Context: an optimization exercise on an open-source flow, tuned for small area, a short achievable clock period and few clock cycles per item. The choices shown serve that exercise and are no tape-out recipe. Only simulation tests tie the RTL to the original design; equivalence was not proved. Power is estimated from default activity; no workload was simulated.

the baseline:
==> module xv_pivot, before the edit <==
module xv_pivot (
    input  wire        clk,
    input  wire        rst,
    input  wire        in_valid,
    output wire        in_ready,
    input  wire [63:0] in_p,
    input  wire [63:0] in_th,
    input  wire [7:0]  in_fs,
    input  wire [7:0]  in_fd,
    input  wire        in_sx32,
    input  wire        in_dx32,
    input  wire        in_rsq,
    input  wire        in_sat,
    output reg         out_valid,
    output wire [63:0] out_q,
    output reg  [3:0]  out_flags
);
    localparam [1:0] S_IDLE = 2'd0, S_PREP = 2'd1, S_DIV = 2'd2, S_FIN = 2'd3;
    reg [1:0]  state;
    reg        sqf;           
    reg        bad;           
    reg        nv;
    reg        dx32, rsq, sat;
    reg signed [9:0] e;
    reg [62:0] d;             
    reg [64:0] rem;           
    reg [5:0]  k;             
    reg [1:0]  qb;            
    reg        sq_en;         
    reg [64:0] srem;          
    reg [63:0] res;           
    reg        spec;
    reg [3:0]  sfl;
    assign in_ready  = (state == S_IDLE) || (state == S_FIN);
    assign out_q     = res;
    wire   nx        = (rem != 65'd0) || (srem != 65'd0);
    wire [63:0] pi = in_sx32 ? {{32{in_p[31]}},  in_p[31:0]}  : in_p;
    wire [63:0] ti = in_sx32 ? {{32{in_th[31]}}, in_th[31:0]} : in_th;
    wire p_nar = in_sx32 ? (in_p[31:0]  == 32'h8000_0000) : (in_p  == 64'h8000_0000_0000_0000);
    wire t_nar = in_sx32 ? (in_th[31:0] == 32'h8000_0000) : (in_th == 64'h8000_0000_0000_0000);
    wire a_nv  = ($signed(pi) <= 64'sd0) || ($signed(pi) < $signed(ti));
    wire signed [9:0] fs10 = {{2{in_fs[7]}}, in_fs};
    wire signed [9:0] fd10 = {{2{in_fd[7]}}, in_fd};
    wire signed [9:0] a_e  = (in_rsq ? fd10 + fd10 : fd10) + fs10;
    reg [62:0] above;         
    integer b;
    always @* begin
        above[62] = 1'b0;
        for (b = 61; b >= 0; b = b - 1)
            above[b] = above[b + 1] | d[b + 1];
    end
    wire [62:0] lead = d & ~above;
    reg [5:0] msb;
    integer c;
    always @* begin
        msb = 6'd0;
        for (c = 0; c < 63; c = c + 1)
            msb = msb | (lead[c] ? c[5:0] : 6'd0);
    end
    wire pow2 = ((d & (d - 63'd1)) == 63'd0);
    wire signed [9:0] s  = e - $signed({4'd0, msb});
    wire signed [9:0] kk = rsq ? (dx32 ? 10'sd61 : 10'sd125) : (dx32 ? 10'sd30 : 10'sd62);
    wire under = s[9];
    wire over  = (s > kk + 10'sd1) || ((s == kk + 10'sd1) && pow2);
    wire [63:0] nar_code = dx32 ? 64'h0000_0000_8000_0000 : 64'h8000_0000_0000_0000;
    wire [63:0] max_code = dx32 ? 64'h0000_0000_7FFF_FFFF : 64'h7FFF_FFFF_FFFF_FFFF;
    wire [65:0] x3  = {1'b0, rem};
    wire [65:0] y3  = ~{2'b00, d, 1'b0};
    wire [65:0] z3  = ~{3'b000, d};
    wire [65:0] s3  = x3 ^ y3 ^ z3;
    wire [65:0] c3  = {(x3[64:0] & y3[64:0]) | (x3[64:0] & z3[64:0]) | (y3[64:0] & z3[64:0]), 1'b1};
    wire [65:0] r3  = s3 + c3 + 66'd1;
    wire [65:0] r1  = {1'b0, rem} - {3'b000, d};
    wire [65:0] r2  = {1'b0, rem} - {2'b00, d, 1'b0};
    wire        ge1 = !r1[65], ge2 = !r2[65], ge3 = !r3[65];
    wire [1:0]  qd  = ge3 ? 2'd3 : ge2 ? 2'd2 : {1'b0, ge1};
    wire [62:0] rem_nx = ge3 ? r3[62:0] : ge2 ? r2[62:0] : ge1 ? r1[62:0] : rem[62:0];
    wire [66:0] srem2    = {srem, qb};
    wire [66:0] trial    = {1'b0, res[63:0], 2'b01};
    wire [67:0] srem_sub = {1'b0, srem2} - {1'b0, trial};
    wire        r_one    = !srem_sub[67];
    wire [64:0] srem_nx  = r_one ? srem_sub[64:0] : srem2[64:0];
    always @(posedge clk) begin
        if (rst) begin
            state     <= S_IDLE;
            sqf       <= 1'b0;
            sq_en     <= 1'b0;
            out_valid <= 1'b0;
        end else begin
            sq_en     <= 1'b0;
            out_valid <= (state == S_FIN);
            if (state == S_FIN)
                out_flags <= spec ? sfl : {1'b0, nx, nx && (res == 64'd0), 1'b0};
            case (state)
                S_IDLE, S_FIN: begin
                    if (in_valid) begin
                        d     <= {in_sx32 ? 32'd0 : in_p[62:31], in_p[30:0]};
                        bad   <= p_nar || t_nar || a_nv;
                        nv    <= !(p_nar || t_nar);
                        e     <= a_e;
                        dx32  <= in_dx32;
                        rsq   <= in_rsq;
                        sat   <= in_sat;
                        state <= S_PREP;
                    end else
                        state <= S_IDLE;
                end
                S_PREP: begin
                    rem  <= s[0] ? {1'b0, lead, 1'b0} : {2'b00, lead};
                    k    <= s[6:1];
                    qb   <= 2'b00;
                    srem <= 65'd0;
                    spec <= 1'b1;
                    if (bad) begin
                        res   <= nar_code;
                        sfl   <= {nv, 3'b000};
                        state <= S_FIN;
                    end else if (under) begin
                        res   <= 64'd0;
                        sfl   <= 4'b0110;
                        state <= S_FIN;
                    end else if (over) begin
                        res   <= sat ? nar_code : max_code;
                        sfl   <= 4'b0101;
                        state <= S_FIN;
                    end else begin
                        res   <= 64'd0;
                        spec  <= 1'b0;
                        state <= S_DIV;
                    end
                end
                S_DIV: begin
                    if (!sqf) begin
                        rem <= {rem_nx, 2'b00};
                        k   <= k - 6'd1;
                        qb  <= qd;
                        sq_en <= rsq;
                        if (!rsq)
                            res <= {res[61:0], qd};
                        if (k == 6'd0) begin
                            if (rsq) sqf <= 1'b1;
                            else     state <= S_FIN;
                        end
                    end else begin
                        sqf   <= 1'b0;
                        state <= S_FIN;
                    end
                    if (sq_en) begin
                        srem <= srem_nx;
                        res  <= {res[62:0], r_one};
                    end
                end
            endcase
        end
    end
endmodule
clock: 9.0 ns
lec_check: 0
cap_margin: 20
core_margin: 2
core_utilization: 40
slew_margin: 20
run.sh (not shown) runs the stock make flow with config.mk's settings and CLKGATE_MAP_FILE= SYNTH_SCRIPT=/design/flow/synth_recipe.tcl, a recipe that flattens the netlist after the stock synthesis.
Testbench counts of the baseline, summed over its fixed seeds: cycles 54,450, items 1,600.
Input changes introduced in the candidate (baseline for comparison: the baseline):
-- flow/design.v --
<<< the baseline, line 12
    input  wire        in_rsq,
    input  wire        in_sat,
    output reg         out_valid,
    output wire [63:0] out_q,
    output reg  [3:0]  out_flags
);
    localparam [1:0] S_IDLE = 2'd0, S_PREP = 2'd1, S_DIV = 2'd2, S_FIN = 2'd3;
    reg [1:0]  state;
    reg        sqf;           
>>> the candidate, line 12
    input  wire        in_rsq,
    input  wire        in_sat,
    output wire        out_valid,
    output wire [63:0] out_q,
    output wire [3:0]  out_flags
);
    localparam [1:0] S_IDLE = 2'd0, S_PREP = 2'd1, S_DIV = 2'd2, S_DONE = 2'd3;
    reg [1:0]  state;
    reg        sqf;           
<<< the baseline, line 32
    reg        spec;
    reg [3:0]  sfl;
    assign in_ready  = (state == S_IDLE) || (state == S_FIN);
    assign out_q     = res;
    wire   nx        = (rem != 65'd0) || (srem != 65'd0);
    wire [63:0] pi = in_sx32 ? {{32{in_p[31]}},  in_p[31:0]}  : in_p;
    wire [63:0] ti = in_sx32 ? {{32{in_th[31]}}, in_th[31:0]} : in_th;
>>> the candidate, line 32
    reg        spec;
    reg [3:0]  sfl;
    assign in_ready  = (state == S_IDLE) || (state == S_DONE);
    assign out_valid = (state == S_DONE);
    assign out_q     = res;
    wire   nx        = (rem != 65'd0) || (srem != 65'd0);
    assign out_flags = spec ? sfl : {1'b0, nx, nx && (res == 64'd0), 1'b0};
    wire [63:0] pi = in_sx32 ? {{32{in_p[31]}},  in_p[31:0]}  : in_p;
    wire [63:0] ti = in_sx32 ? {{32{in_th[31]}}, in_th[31:0]} : in_th;
<<< the baseline, line 83
    always @(posedge clk) begin
        if (rst) begin
            state     <= S_IDLE;
            sqf       <= 1'b0;
            sq_en     <= 1'b0;
            out_valid <= 1'b0;
        end else begin
            sq_en     <= 1'b0;
            out_valid <= (state == S_FIN);
            if (state == S_FIN)
                out_flags <= spec ? sfl : {1'b0, nx, nx && (res == 64'd0), 1'b0};
            case (state)
                S_IDLE, S_FIN: begin
                    if (in_valid) begin
                        d     <= {in_sx32 ? 32'd0 : in_p[62:31], in_p[30:0]};
>>> the candidate, line 85
    always @(posedge clk) begin
        if (rst) begin
            state <= S_IDLE;
            sqf   <= 1'b0;
            sq_en <= 1'b0;
        end else begin
            sq_en <= 1'b0;
            case (state)
                S_IDLE, S_DONE: begin
                    if (in_valid) begin
                        d     <= {in_sx32 ? 32'd0 : in_p[62:31], in_p[30:0]};
<<< the baseline, line 115
                        res   <= nar_code;
                        sfl   <= {nv, 3'b000};
                        state <= S_FIN;
                    end else if (under) begin
                        res   <= 64'd0;
                        sfl   <= 4'b0110;
                        state <= S_FIN;
                    end else if (over) begin
                        res   <= sat ? nar_code : max_code;
                        sfl   <= 4'b0101;
                        state <= S_FIN;
                    end else begin
                        res   <= 64'd0;
>>> the candidate, line 113
                        res   <= nar_code;
                        sfl   <= {nv, 3'b000};
                        state <= S_DONE;
                    end else if (under) begin
                        res   <= 64'd0;
                        sfl   <= 4'b0110;
                        state <= S_DONE;
                    end else if (over) begin
                        res   <= sat ? nar_code : max_code;
                        sfl   <= 4'b0101;
                        state <= S_DONE;
                    end else begin
                        res   <= 64'd0;
<<< the baseline, line 140
                        if (k == 6'd0) begin
                            if (rsq) sqf <= 1'b1;
                            else     state <= S_FIN;
                        end
                    end else begin
                        sqf   <= 1'b0;
                        state <= S_FIN;
                    end
                    if (sq_en) begin
>>> the candidate, line 138
                        if (k == 6'd0) begin
                            if (rsq) sqf <= 1'b1;
                            else     state <= S_DONE;
                        end
                    end else begin
                        sqf   <= 1'b0;
                        state <= S_DONE;
                    end
                    if (sq_en) begin
==> notes.md <==
The candidate vs the baseline — cell area climbed slightly. When the final numbers for the baseline and the candidate were put side by side, the cell count after synthesis turned out to be greater in the candidate. Higher layout buffer count excluding clock buffers among the baseline and the candidate: the candidate. The lower clock skew of the baseline and the candidate is in the baseline. Delta(clock-buffer cell count, the candidate - the baseline) > 0. [the candidate vs the baseline] sequential share of layout area: lower in the candidate. Summary of the candidate over the baseline: setup slack saw a decrease; worst hold margin has increased. Going from the baseline to the candidate, utilization after layout ~0 delta; power +2.2 mW.
Testbench counts of the candidate, summed over its fixed seeds: cycles 54,442, items 1,600.

-- port drivers added, routing unchanged --
The results above use ideal ports. As a check the final layouts listed here were re-extracted and re-timed, cells and wires unchanged.
Step 1 sets driving cells, clkbuf_16 on the clock port and buf_2 on the other inputs (assumed; they add their load-dependent delay and slew).
Step 2 also shifts input and output timing later by t, the mid clock arrival at the registers, as if the neighbouring blocks saw the same clock.
a / b / c = no drivers / after step 1 / after step 2; a / b = the first two.
run	shift t [ns]	setup WS [ns]	latest minus earliest clock arrival (ns)	worst data-port slew with drivers (ns)
the baseline	0.629	1.089 / 1.089 / 1.089	0.037 / 0.037	0.12
the candidate	0.639	0.932 / 0.932 / 0.932	0.059 / 0.059	0.10
After both steps setup and hold are still met in every run listed.
